What follows belongs to an exercise in optimizing a design on an open flow for small area, a short achievable clock period and few clock cycles per item; a production flow would make more cautious choices.
Only simulation tests tie the RTL to the original design; equivalence was not proved.

==> indigo: inputs <==
## tmu_stats
module tmu_stats (
    input  wire         clk,
    input  wire         rst,
    input  wire         in_valid,
    output reg          in_ready,
    input  wire [47:0]  in_count,
    input  wire [95:0]  in_sum,
    input  wire [127:0] in_sumsq,
    output reg          out_valid,
    output wire [63:0]  out_mean,
    output wire [63:0]  out_stddev
);
==> flow/config.mk <==
export PLATFORM = sky130hd
export DESIGN_NAME = tmu_stats
export DESIGN_NICKNAME = tmu_stats
export VERILOG_FILES = /design/flow/design.v
export SDC_FILE = /design/flow/constraint.sdc
export NUM_CORES = 4
export LEC_CHECK = 0
export ABC_CLOCK_PERIOD_IN_PS = 3000
export CAP_MARGIN = 30
export CORE_MARGIN = 2
export CORE_UTILIZATION = 40
export SLEW_MARGIN = 30
==> flow/constraint.sdc <==
create_clock -name core_clock -period 10.0 [get_ports {clk}]
set_input_delay 2.0000 -clock core_clock [delete_from_list [all_inputs] [get_ports {clk}]]
set_output_delay 2.0000 -clock core_clock [all_outputs]
set_load 0.01 [all_outputs]
standard.sh (not shown) runs the stock make flow with config.mk's settings and CLKGATE_MAP_FILE= SYNTH_SCRIPT=/design/flow/synth_recipe.tcl, a recipe that flattens the netlist after the stock synthesis.
==> flow/flow/run.sh <==
#!/bin/bash
# Standard synthesis, then the standard layout with a larger setup margin
# for repair_timing (the SDC is unchanged).
set -euo pipefail
bash standard.sh synth > synth.log 2>&1
bash standard.sh SETUP_SLACK_MARGIN=6.5 finish > layout.log 2>&1
==> maple: changes against indigo <==
--- a/flow/design.v
+++ b/flow/design.v
@@ -16,13 +16,13 @@
     reg          m_v, m_sgn;
     reg  [32:0]  m_n;
     reg  [99:0]  m_q;
     reg  [63:0]  m_u;
     reg  [65:0]  m_ux;               
     reg  [66:0]  m_cs, m_cc;
-    reg  [1:0]   m_cy;
+    reg  [9:0]   m_ls, m_lc;
     reg  [14:0]  m_cq, m_cu;         
     wire         in_sgn = in_sum[95];
     wire [63:0]  in_u   = in_sum[63:0] ^ {64{in_sgn}};
     function [14:0] booth5;
         input [10:0] w;
         input        inv;            
@@ -34,18 +34,20 @@
                 booth5[3*k +: 3] = {b[1] ^ b[0], (b == 3'b100) | (b == 3'b011), b[2] ^ inv};
             end
         end
     endfunction
     wire [10:0]  m_wq = last ? {in_sumsq[9:0], 1'b0} : m_q[19:9];
     wire [10:0]  m_wu = last ? {in_u[9:0], 1'b0} : m_ux[19:9];
+    wire [10:0]  m_lo  = {1'd0, m_ls} + {1'd0, m_lc};
     wire [66:0]  m_cs1, m_cc1;
-    wire [1:0]   m_cy1;
-    wire [9:0]   m_p;
-    mstep5 m_st (.cs(m_cs), .cc(m_cc), .cy(m_cy), .n(m_n), .u(m_u), .cq(m_cq), .cu(m_cu),
-                 .cs_o(m_cs1), .cc_o(m_cc1), .cy_o(m_cy1), .p(m_p));
-    wire [26:0]  m_dh  = m_cs[26:0] + m_cc[26:0] + {25'd0, m_cy};    
+    wire [9:0]   m_ls1, m_lc1;
+    mstep5 m_st (.cs(m_cs), .cc(m_cc), .cy(m_lo[10]), .n(m_n), .u(m_u), .cq(m_cq), .cu(m_cu),
+                 .cs_o(m_cs1), .cc_o(m_cc1), .ls_o(m_ls1), .lc_o(m_lc1));
+    wire [36:0]  m_dh;
+    padd #(.W(37)) m_add (.a({m_cs[26:0], m_ls}), .b({m_cc[26:0], m_lc}),
+                          .cin(1'b0), .s(m_dh), .cout());
     wire [63:0]  m_abs = m_u + {63'd0, m_sgn};
     reg          s1_v, s1_sgn;
     reg  [32:0]  s1_n;
     reg  [39:0]  s1_x;               
     reg  [109:0] s1_xl;              
     reg  [9:0]   s1_r;
@@ -156,17 +158,18 @@
             m_q    <= {5'd0, in_sumsq[94:0]};
             m_u    <= in_u;
             m_sgn  <= in_sgn;
             m_ux   <= {2'd0, in_u};
             m_cs   <= in_sgn ? {2'b01, in_sum[63:0], 1'b1} : {1'b1, 66'd0};
             m_cc   <= 67'd0;
-            m_cy   <= 2'd0;
+            m_ls   <= 10'd0;
+            m_lc   <= 10'd0;
             s1_n   <= m_n;
             s1_sgn <= m_sgn;
-            s1_x   <= {23'd0, m_dh[26:10]};
-            s1_xl  <= {m_dh[9:0], m_q};
+            s1_x   <= {23'd0, m_dh[36:20]};
+            s1_xl  <= {m_dh[19:0], m_q[99:10]};
             s1_r   <= 10'd0;
             s1_rem <= 11'd0;
             s1_rm  <= {4'd0, m_abs[63:35]};
             s1_qm  <= {m_abs[34:0], 5'd0};
             s2_n   <= s1_n;
             s2_sgn <= s1_sgn;
@@ -205,14 +208,15 @@
             q2_sex <= q1_sex;
             q2_rs  <= q1_rs;
             q2_qs  <= q1_qs;
         end else begin
             m_cs   <= m_cs1;
             m_cc   <= m_cc1;
-            m_cy   <= m_cy1;
-            m_q    <= {m_p, m_q[99:10]};
+            m_ls   <= m_ls1;
+            m_lc   <= m_lc1;
+            m_q    <= {m_lo[9:0], m_q[99:10]};
             m_ux   <= {10'd0, m_ux[65:10]};
             s1_x   <= {s1_x[35:0], 4'd0};
             s1_r   <= {s1_r[7:0], s1_g1, s1_g2};
             s1_rem <= s1_nrem;
             {s1_rm, s1_qm} <= s1_stm;
             s2_x   <= {s2_x[35:0], 4'd0};
@@ -230,46 +234,47 @@
         end
     end
 endmodule
 module mstep5 (
     input  wire [66:0] cs,
     input  wire [66:0] cc,
-    input  wire [1:0]  cy,
+    input  wire        cy,           
     input  wire [32:0] n,
     input  wire [63:0] u,
     input  wire [14:0] cq,           
     input  wire [14:0] cu,           
     output wire [66:0] cs_o,
     output wire [66:0] cc_o,
-    output wire [1:0]  cy_o,
-    output wire [9:0]  p
+    output wire [9:0]  ls_o,
+    output wire [9:0]  lc_o
 );
     wire [76:0] rn [0:4];
     wire [76:0] ru [0:4];
     genvar k;
     generate
         for (k = 0; k < 5; k = k + 1) begin : row
             wire        n1 = cq[3*k+2], n2 = cq[3*k+1], nn = cq[3*k];
             wire        u1 = cu[3*k+2], u2 = cu[3*k+1], un = cu[3*k];
             wire [33:0] mn = ({34{n1}} & {1'd0, n}) | ({34{n2}} & {n, 1'b0});
             wire [64:0] mu = ({65{u1}} & {1'd0, u}) | ({65{u2}} & {u, 1'b0});
-            wire [67:0] pn = {~nn, {33{nn}}, mn ^ {34{nn}}};
-            wire [66:0] pu = {~un, un, mu ^ {65{un}}};
-            assign rn[k] = {{(9-2*k){1'b0}}, pn, {(2*k){1'b0}}};
-            assign ru[k] = {{(10-2*k){1'b0}}, pu, {(2*k){1'b0}}};
+            wire [34:0] pn = {~nn, mn ^ {34{nn}}};
+            wire [65:0] pu = {~un, mu ^ {65{un}}};
+            assign rn[k] = {{(42-2*k){1'b0}}, pn, {(2*k){1'b0}}};
+            assign ru[k] = {{(11-2*k){1'b0}}, pu, {(2*k){1'b0}}};
         end
     endgenerate
     wire [76:0] n1x = rn[1] | {76'd0, cq[0]};
     wire [76:0] u1x = ru[1] | {76'd0, cu[0]};
-    wire [76:0] n2x = rn[2] | {74'd0, cq[3], cy};
+    wire [76:0] n2x = rn[2] | {74'd0, cq[3], 2'b0};
     wire [76:0] u2x = ru[2] | {72'd0, cu[3], 2'b0};
     wire [76:0] n3x = rn[3] | {70'd0, cq[6], 4'b0};
     wire [76:0] u3x = ru[3] | {70'd0, cu[6], 4'b0};
     wire [76:0] n4x = rn[4] | {68'd0, cq[9], 6'b0};
     wire [76:0] u4x = ru[4] | {68'd0, cu[9], 6'b0};
-    wire [76:0] e   = {68'd0, cq[12], 8'b0};
+    localparam [76:0] K = 77'd341 * ((77'd5 << 65) - (77'd1 << 34));
+    wire [76:0] e   = K | {67'd0, cq[12] & cu[12], cq[12] ^ cu[12], 8'b0};
     wire [76:0] a0  = {10'd0, cs};
     wire [76:0] b0  = {10'd0, cc};
     function [153:0] csa;            
         input [76:0] x, y, z;
         begin
             csa = {x ^ y ^ z, ((x & y) | (x & z) | (y & z)) << 1};
@@ -285,20 +290,19 @@
     assign {l2[2], l2[3]} = csa(l1[3], l1[4], l1[5]);
     assign {l2[4], l2[5]} = csa(l1[6], l1[7], e);
     wire [76:0] l3 [0:3];
     assign {l3[0], l3[1]} = csa(l2[0], l2[1], l2[2]);
     assign {l3[2], l3[3]} = csa(l2[3], l2[4], l2[5]);
     wire [76:0] l4 [0:1];
-    assign {l4[0], l4[1]} = csa(l3[0], l3[1], l3[2]);
+    assign {l4[0], l4[1]} = csa(l3[0], l3[1] | {76'd0, cy}, l3[2]);
     wire [76:0] fs, fc;
     assign {fs, fc} = csa(l4[0], l4[1], l3[3]);
-    wire [11:0] lo = {2'd0, fs[9:0]} + {2'd0, fc[9:0]} + {3'd0, cu[12], 8'd0};
     assign cs_o = fs[76:10];
     assign cc_o = fc[76:10];
-    assign cy_o = lo[11:10];
-    assign p    = lo[9:0];
+    assign ls_o = fs[9:0];
+    assign lc_o = fc[9:0];
 endmodule
 module sq2 #(parameter QW = 32, parameter RW = 34) (
     input  wire [RW-1:0] rem,
     input  wire [QW-1:0] r,
     input  wire [3:0]    x,
     output wire [RW-1:0] rem_o,
==> flow/flow/run.sh (replaced) <==
#!/bin/bash
# Standard synthesis, then the standard layout with a larger setup margin
# for repair_timing (the SDC is unchanged).
set -euo pipefail
bash standard.sh synth > synth.log 2>&1
bash standard.sh SETUP_SLACK_MARGIN=5.5 finish > layout.log 2>&1
--- a/flow/config.mk
+++ b/flow/config.mk
@@ -5,8 +5,8 @@
 export SDC_FILE = /design/flow/constraint.sdc
 export NUM_CORES = 4
 export LEC_CHECK = 0
 export ABC_CLOCK_PERIOD_IN_PS = 3000
 export CAP_MARGIN = 30
 export CORE_MARGIN = 2
-export CORE_UTILIZATION = 40
+export CORE_UTILIZATION = 55
 export SLEW_MARGIN = 30
==> raven: changes against indigo <==
--- a/flow/design.v
+++ b/flow/design.v
@@ -14,15 +14,14 @@
     reg  [3:0] ph;                   
     wire       last = (ph == C - 1);  
     reg          m_v, m_sgn;
     reg  [32:0]  m_n;
     reg  [99:0]  m_q;
     reg  [63:0]  m_u;
-    reg  [65:0]  m_ux;               
     reg  [66:0]  m_cs, m_cc;
-    reg  [1:0]   m_cy;
+    reg  [9:0]   m_ls, m_lc;
     reg  [14:0]  m_cq, m_cu;         
     wire         in_sgn = in_sum[95];
     wire [63:0]  in_u   = in_sum[63:0] ^ {64{in_sgn}};
     function [14:0] booth5;
         input [10:0] w;
         input        inv;            
@@ -33,19 +32,33 @@
                 b = w[2*k +: 3];
                 booth5[3*k +: 3] = {b[1] ^ b[0], (b == 3'b100) | (b == 3'b011), b[2] ^ inv};
             end
         end
     endfunction
     wire [10:0]  m_wq = last ? {in_sumsq[9:0], 1'b0} : m_q[19:9];
-    wire [10:0]  m_wu = last ? {in_u[9:0], 1'b0} : m_ux[19:9];
+    reg  [10:0]  m_wu;               
+    always @(*) begin
+        case (ph)
+        4'd0:    m_wu = m_u[19:9];
+        4'd1:    m_wu = m_u[29:19];
+        4'd2:    m_wu = m_u[39:29];
+        4'd3:    m_wu = m_u[49:39];
+        4'd4:    m_wu = m_u[59:49];
+        4'd5:    m_wu = {6'd0, m_u[63:59]};
+        4'd10:   m_wu = {in_u[9:0], 1'b0};
+        default: m_wu = 11'd0;
+        endcase
+    end
+    wire [10:0]  m_lo  = {1'd0, m_ls} + {1'd0, m_lc};
     wire [66:0]  m_cs1, m_cc1;
-    wire [1:0]   m_cy1;
-    wire [9:0]   m_p;
-    mstep5 m_st (.cs(m_cs), .cc(m_cc), .cy(m_cy), .n(m_n), .u(m_u), .cq(m_cq), .cu(m_cu),
-                 .cs_o(m_cs1), .cc_o(m_cc1), .cy_o(m_cy1), .p(m_p));
-    wire [26:0]  m_dh  = m_cs[26:0] + m_cc[26:0] + {25'd0, m_cy};    
+    wire [9:0]   m_ls1, m_lc1;
+    mstep5 m_st (.cs(m_cs), .cc(m_cc), .cy(m_lo[10]), .n(m_n), .u(m_u), .cq(m_cq), .cu(m_cu),
+                 .cs_o(m_cs1), .cc_o(m_cc1), .ls_o(m_ls1), .lc_o(m_lc1));
+    wire [36:0]  m_dh;
+    padd #(.W(37)) m_add (.a({m_cs[26:0], m_ls}), .b({m_cc[26:0], m_lc}),
+                          .cin(1'b0), .s(m_dh), .cout());
     wire [63:0]  m_abs = m_u + {63'd0, m_sgn};
     reg          s1_v, s1_sgn;
     reg  [32:0]  s1_n;
     reg  [39:0]  s1_x;               
     reg  [109:0] s1_xl;              
     reg  [9:0]   s1_r;
@@ -54,13 +67,13 @@
     reg  [39:0]  s1_qm;              
     wire [10:0]  s1_nrem;
     wire         s1_g1, s1_g2;
     sq2 #(.QW(10), .RW(11)) s1_sq (.rem(s1_rem), .r(s1_r), .x(s1_x[39:36]),
                                    .rem_o(s1_nrem), .g1(s1_g1), .g2(s1_g2));
     wire [72:0]  s1_stm;
-    dstep2 #(.DW(40)) s1_dm (.rem(s1_rm), .dq(s1_qm), .dv(s1_n), .out(s1_stm));
+    dstep1 s1_dm (.rem(s1_rm), .dq(s1_qm), .dv(s1_n), .out(s1_stm));
     reg          s2_v, s2_sgn;
     reg  [32:0]  s2_n;
     reg  [39:0]  s2_x;               
     reg  [69:0]  s2_xl;              
     reg  [29:0]  s2_r;
     reg  [30:0]  s2_rem;
@@ -68,27 +81,33 @@
     reg  [39:0]  s2_qm;
     wire [30:0]  s2_nrem;
     wire         s2_g1, s2_g2;
     sq2 #(.QW(30), .RW(31)) s2_sq (.rem(s2_rem), .r(s2_r), .x(s2_x[39:36]),
                                    .rem_o(s2_nrem), .g1(s2_g1), .g2(s2_g2));
     wire [72:0]  s2_stm;
-    dstep2 #(.DW(40)) s2_dm (.rem(s2_rm), .dq(s2_qm), .dv(s2_n), .out(s2_stm));
-    reg          s3_v, s3_sgn, s3_mex;
+    dstep1 s2_dm (.rem(s2_rm), .dq(s2_qm), .dv(s2_n), .out(s2_stm));
+    reg          s3_v, s3_sgn;
     reg  [32:0]  s3_n;
-    reg  [36:0]  s3_qm;              
+    reg  [32:0]  s3_rm;
+    reg  [39:0]  s3_qm;
+    wire [72:0]  s3_stm;
+    dstep1 s3_dm (.rem(s3_rm), .dq(s3_qm), .dv(s3_n), .out(s3_stm));
     reg  [39:0]  s3_x;               
     reg  [29:0]  s3_xl;              
     reg  [49:0]  s3_r;
     reg  [50:0]  s3_rem;
     wire [50:0]  s3_nrem;
     wire         s3_g1, s3_g2;
     sq2 #(.QW(50), .RW(51)) s3_sq (.rem(s3_rem), .r(s3_r), .x(s3_x[39:36]),
                                    .rem_o(s3_nrem), .g1(s3_g1), .g2(s3_g2));
-    reg          s4_v, s4_sgn, s4_mex;
+    reg          s4_v, s4_sgn;
     reg  [32:0]  s4_n;
-    reg  [36:0]  s4_qm;
+    reg  [32:0]  s4_rm;
+    reg  [39:0]  s4_qm;
+    wire [72:0]  s4_stm;
+    dstep1 s4_dm (.rem(s4_rm), .dq(s4_qm), .dv(s4_n), .out(s4_stm));
     reg  [29:0]  s4_x;               
     reg  [69:0]  s4_r;
     reg  [70:0]  s4_rem;
     wire [70:0]  s4_nrem;
     wire         s4_g1, s4_g2;
     sq2 #(.QW(70), .RW(71)) s4_sq (.rem(s4_rem), .r(s4_r), .x(s4_x[29:26]),
@@ -153,20 +172,20 @@
         o_sd   <= q_zero ? 36'd0 : q_sd;
         if (last) begin
             m_n    <= in_count[32:0];
             m_q    <= {5'd0, in_sumsq[94:0]};
             m_u    <= in_u;
             m_sgn  <= in_sgn;
-            m_ux   <= {2'd0, in_u};
             m_cs   <= in_sgn ? {2'b01, in_sum[63:0], 1'b1} : {1'b1, 66'd0};
             m_cc   <= 67'd0;
-            m_cy   <= 2'd0;
+            m_ls   <= 10'd0;
+            m_lc   <= 10'd0;
             s1_n   <= m_n;
             s1_sgn <= m_sgn;
-            s1_x   <= {23'd0, m_dh[26:10]};
-            s1_xl  <= {m_dh[9:0], m_q};
+            s1_x   <= {23'd0, m_dh[36:20]};
+            s1_xl  <= {m_dh[19:0], m_q[99:10]};
             s1_r   <= 10'd0;
             s1_rem <= 11'd0;
             s1_rm  <= {4'd0, m_abs[63:35]};
             s1_qm  <= {m_abs[34:0], 5'd0};
             s2_n   <= s1_n;
             s2_sgn <= s1_sgn;
@@ -175,29 +194,29 @@
             s2_r   <= {20'd0, s1_r};
             s2_rem <= {20'd0, s1_rem};
             s2_rm  <= s1_rm;
             s2_qm  <= s1_qm;
             s3_n   <= s2_n;
             s3_sgn <= s2_sgn;
-            s3_qm  <= s2_qm[36:0];
-            s3_mex <= (s2_rm == 33'd0);
+            s3_rm  <= s2_rm;
+            s3_qm  <= s2_qm;
             s3_x   <= s2_xl[69:30];
             s3_xl  <= s2_xl[29:0];
             s3_r   <= {20'd0, s2_r};
             s3_rem <= {20'd0, s2_rem};
             s4_n   <= s3_n;
             s4_sgn <= s3_sgn;
+            s4_rm  <= s3_rm;
             s4_qm  <= s3_qm;
-            s4_mex <= s3_mex;
             s4_x   <= s3_xl;
             s4_r   <= {20'd0, s3_r};
             s4_rem <= {20'd0, s3_rem};
             q1_n   <= s4_n;
             q1_sgn <= s4_sgn;
-            q1_qm  <= s4_qm;
-            q1_mex <= s4_mex;
+            q1_qm  <= s4_qm[36:0];
+            q1_mex <= (s4_rm == 33'd0);
             q1_sex <= (s4_rem == 71'd0);
             q1_rs  <= {4'd0, s4_r[68:40]};
             q1_qs  <= s4_r[39:0];
             q2_n   <= q1_n;
             q2_sgn <= q1_sgn;
             q2_qm  <= q1_qm;
@@ -205,71 +224,74 @@
             q2_sex <= q1_sex;
             q2_rs  <= q1_rs;
             q2_qs  <= q1_qs;
         end else begin
             m_cs   <= m_cs1;
             m_cc   <= m_cc1;
-            m_cy   <= m_cy1;
-            m_q    <= {m_p, m_q[99:10]};
-            m_ux   <= {10'd0, m_ux[65:10]};
+            m_ls   <= m_ls1;
+            m_lc   <= m_lc1;
+            m_q    <= {m_lo[9:0], m_q[99:10]};
             s1_x   <= {s1_x[35:0], 4'd0};
             s1_r   <= {s1_r[7:0], s1_g1, s1_g2};
             s1_rem <= s1_nrem;
             {s1_rm, s1_qm} <= s1_stm;
             s2_x   <= {s2_x[35:0], 4'd0};
             s2_r   <= {s2_r[27:0], s2_g1, s2_g2};
             s2_rem <= s2_nrem;
             {s2_rm, s2_qm} <= s2_stm;
             s3_x   <= {s3_x[35:0], 4'd0};
             s3_r   <= {s3_r[47:0], s3_g1, s3_g2};
             s3_rem <= s3_nrem;
+            {s3_rm, s3_qm} <= s3_stm;
             s4_x   <= {s4_x[25:0], 4'd0};
             s4_r   <= {s4_r[67:0], s4_g1, s4_g2};
             s4_rem <= s4_nrem;
+            {s4_rm, s4_qm} <= s4_stm;
             {q1_rs, q1_qs} <= q1_sts;
             {q2_rs, q2_qs} <= q2_sts;
         end
     end
 endmodule
 module mstep5 (
     input  wire [66:0] cs,
     input  wire [66:0] cc,
-    input  wire [1:0]  cy,
+    input  wire        cy,           
     input  wire [32:0] n,
     input  wire [63:0] u,
     input  wire [14:0] cq,           
     input  wire [14:0] cu,           
     output wire [66:0] cs_o,
     output wire [66:0] cc_o,
-    output wire [1:0]  cy_o,
-    output wire [9:0]  p
+    output wire [9:0]  ls_o,
+    output wire [9:0]  lc_o
 );
     wire [76:0] rn [0:4];
     wire [76:0] ru [0:4];
     genvar k;
     generate
         for (k = 0; k < 5; k = k + 1) begin : row
             wire        n1 = cq[3*k+2], n2 = cq[3*k+1], nn = cq[3*k];
             wire        u1 = cu[3*k+2], u2 = cu[3*k+1], un = cu[3*k];
             wire [33:0] mn = ({34{n1}} & {1'd0, n}) | ({34{n2}} & {n, 1'b0});
             wire [64:0] mu = ({65{u1}} & {1'd0, u}) | ({65{u2}} & {u, 1'b0});
-            wire [67:0] pn = {~nn, {33{nn}}, mn ^ {34{nn}}};
-            wire [66:0] pu = {~un, un, mu ^ {65{un}}};
-            assign rn[k] = {{(9-2*k){1'b0}}, pn, {(2*k){1'b0}}};
-            assign ru[k] = {{(10-2*k){1'b0}}, pu, {(2*k){1'b0}}};
+            wire [34:0] pn = {~nn, mn ^ {34{nn}}};
+            wire [65:0] pu = {~un, mu ^ {65{un}}};
+            assign rn[k] = {{(42-2*k){1'b0}}, pn, {(2*k){1'b0}}};
+            assign ru[k] = {{(11-2*k){1'b0}}, pu, {(2*k){1'b0}}};
         end
     endgenerate
     wire [76:0] n1x = rn[1] | {76'd0, cq[0]};
     wire [76:0] u1x = ru[1] | {76'd0, cu[0]};
-    wire [76:0] n2x = rn[2] | {74'd0, cq[3], cy};
+    wire [76:0] n2x = rn[2] | {74'd0, cq[3], 2'b0};
     wire [76:0] u2x = ru[2] | {72'd0, cu[3], 2'b0};
     wire [76:0] n3x = rn[3] | {70'd0, cq[6], 4'b0};
     wire [76:0] u3x = ru[3] | {70'd0, cu[6], 4'b0};
     wire [76:0] n4x = rn[4] | {68'd0, cq[9], 6'b0};
     wire [76:0] u4x = ru[4] | {68'd0, cu[9], 6'b0};
-    wire [76:0] e   = {68'd0, cq[12], 8'b0};
+    localparam [76:0] K = 77'd341 * ((77'd5 << 65) - (77'd1 << 34));
+    wire [76:0] e   = K | {67'd0, cq[12] & cu[12], cq[12] ^ cu[12], 8'b0};
     wire [76:0] a0  = {10'd0, cs};
     wire [76:0] b0  = {10'd0, cc};
     function [153:0] csa;            
         input [76:0] x, y, z;
         begin
             csa = {x ^ y ^ z, ((x & y) | (x & z) | (y & z)) << 1};
@@ -285,20 +307,30 @@
     assign {l2[2], l2[3]} = csa(l1[3], l1[4], l1[5]);
     assign {l2[4], l2[5]} = csa(l1[6], l1[7], e);
     wire [76:0] l3 [0:3];
     assign {l3[0], l3[1]} = csa(l2[0], l2[1], l2[2]);
     assign {l3[2], l3[3]} = csa(l2[3], l2[4], l2[5]);
     wire [76:0] l4 [0:1];
-    assign {l4[0], l4[1]} = csa(l3[0], l3[1], l3[2]);
+    assign {l4[0], l4[1]} = csa(l3[0], l3[1] | {76'd0, cy}, l3[2]);
     wire [76:0] fs, fc;
     assign {fs, fc} = csa(l4[0], l4[1], l3[3]);
-    wire [11:0] lo = {2'd0, fs[9:0]} + {2'd0, fc[9:0]} + {3'd0, cu[12], 8'd0};
     assign cs_o = fs[76:10];
     assign cc_o = fc[76:10];
-    assign cy_o = lo[11:10];
-    assign p    = lo[9:0];
+    assign ls_o = fs[9:0];
+    assign lc_o = fc[9:0];
+endmodule
+module dstep1 (
+    input  wire [32:0] rem,
+    input  wire [39:0] dq,
+    input  wire [32:0] dv,
+    output wire [72:0] out
+);
+    wire [33:0] d;
+    wire        g;
+    padd #(.W(34)) a1 (.a({rem, dq[39]}), .b(~{1'b0, dv}), .cin(1'b1), .s(d), .cout(g));
+    assign out = {g ? d[32:0] : {rem[31:0], dq[39]}, dq[38:0], g};
 endmodule
 module sq2 #(parameter QW = 32, parameter RW = 34) (
     input  wire [RW-1:0] rem,
     input  wire [QW-1:0] r,
     input  wire [3:0]    x,
     output wire [RW-1:0] rem_o,
==> flow/flow/run.sh (replaced) <==
#!/bin/bash
# Standard synthesis, then the standard layout with a larger setup margin
# for repair_timing (the SDC is unchanged).
set -euo pipefail
bash standard.sh synth > synth.log 2>&1
bash standard.sh SETUP_SLACK_MARGIN=5.8 finish > layout.log 2>&1
==> qor summary <==
Outcome: indigo complete, no violations; maple complete, no violations; raven complete, no violations
Area after DPL: indigo 143000 um^2; maple 139000 um^2; raven 136000 um^2
Post-CTS Resized: indigo 2403; maple 138; raven 601
Number of synthesized flops with an enable pin: indigo 666; maple 666; raven 590
Area of all placed cells without fillers: indigo 172000 um^2; maple 148000 um^2; raven 155000 um^2
Slowest library cell on the worst path: indigo fa_2; maple or4_1; raven fa_1
Multi-input gate area: indigo 92500 um^2; maple 83400 um^2; raven 82700 um^2
Portion of netlist area occupied by mux cells: indigo 1.05%; maple 0.910%; raven 0.986%
Reg2reg start: indigo m_n[4]; maple s3_r[5]; raven s4_r[1]
Fraction of standard cell area in multi-input logic: indigo 53.8%; maple 56.4%; raven 53.5%
Initial cell density of the core: indigo 40.2%; maple 55.1%; raven 40.3%
Via count of the first global-routing pass: indigo 110000; maple 104000; raven 99800
Number of buffers between clock root and the deepest sink: indigo 4; maple 3; raven 4
Detailed-routed wire length on met2: indigo 207000 um; maple 184000 um; raven 188000 um
Rows: indigo 213; maple 181; raven 208
Final non-filler cell total: indigo 19900; maple 17500; raven 18900
FF+latch count, synth: indigo 1839; maple 1845; raven 1860
Total via count in the routed design: indigo 111000; maple 103000; raven 102000
Worst r2r path cells: indigo 19; maple 15; raven 19
Pre-CTS setup slack: indigo 3.79 ns; maple 4.37 ns; raven 4.03 ns
Testbench counts of indigo, summed over its fixed seeds: cycles 26,944, items 2,400.
Testbench counts of maple, summed over its fixed seeds: cycles 26,944, items 2,400.
Testbench counts of raven, summed over its fixed seeds: cycles 26,944, items 2,400.

[re-timing with driven ports]
In the flow no input, the clock included, has a driving cell. The finished layouts below were timed again as built, in two steps. Step 1 (the two cells are an assumption about what drives the block):
set clk [get_ports {clk}]
set_driving_cell -lib_cell sky130_fd_sc_hd__clkbuf_16 $clk
set_driving_cell -lib_cell sky130_fd_sc_hd__buf_2 [delete_from_list [all_inputs] $clk]
Step 2 times the ports against the registers' clock, not the clock port: input delays grow and output delays shrink by t, the midpoint of the rising clock arrivals with the driver on. Slacks: ideal / step 1 / step 2; pairs: ideal / step 1.
run	t (ns)	setup slack, ns	hold WS [ns]	worst data-port slew with drivers (ns)
indigo	1.012	4.864 / 4.864 / 4.864	0.391 / 0.391 / 0.391	0.10
maple	0.987	5.597 / 5.597 / 5.597	0.368 / 0.368 / 0.368	0.09
raven	0.991	5.536 / 5.536 / 5.536	0.392 / 0.392 / 0.392	0.11
After both steps setup and hold are still met in every run listed.
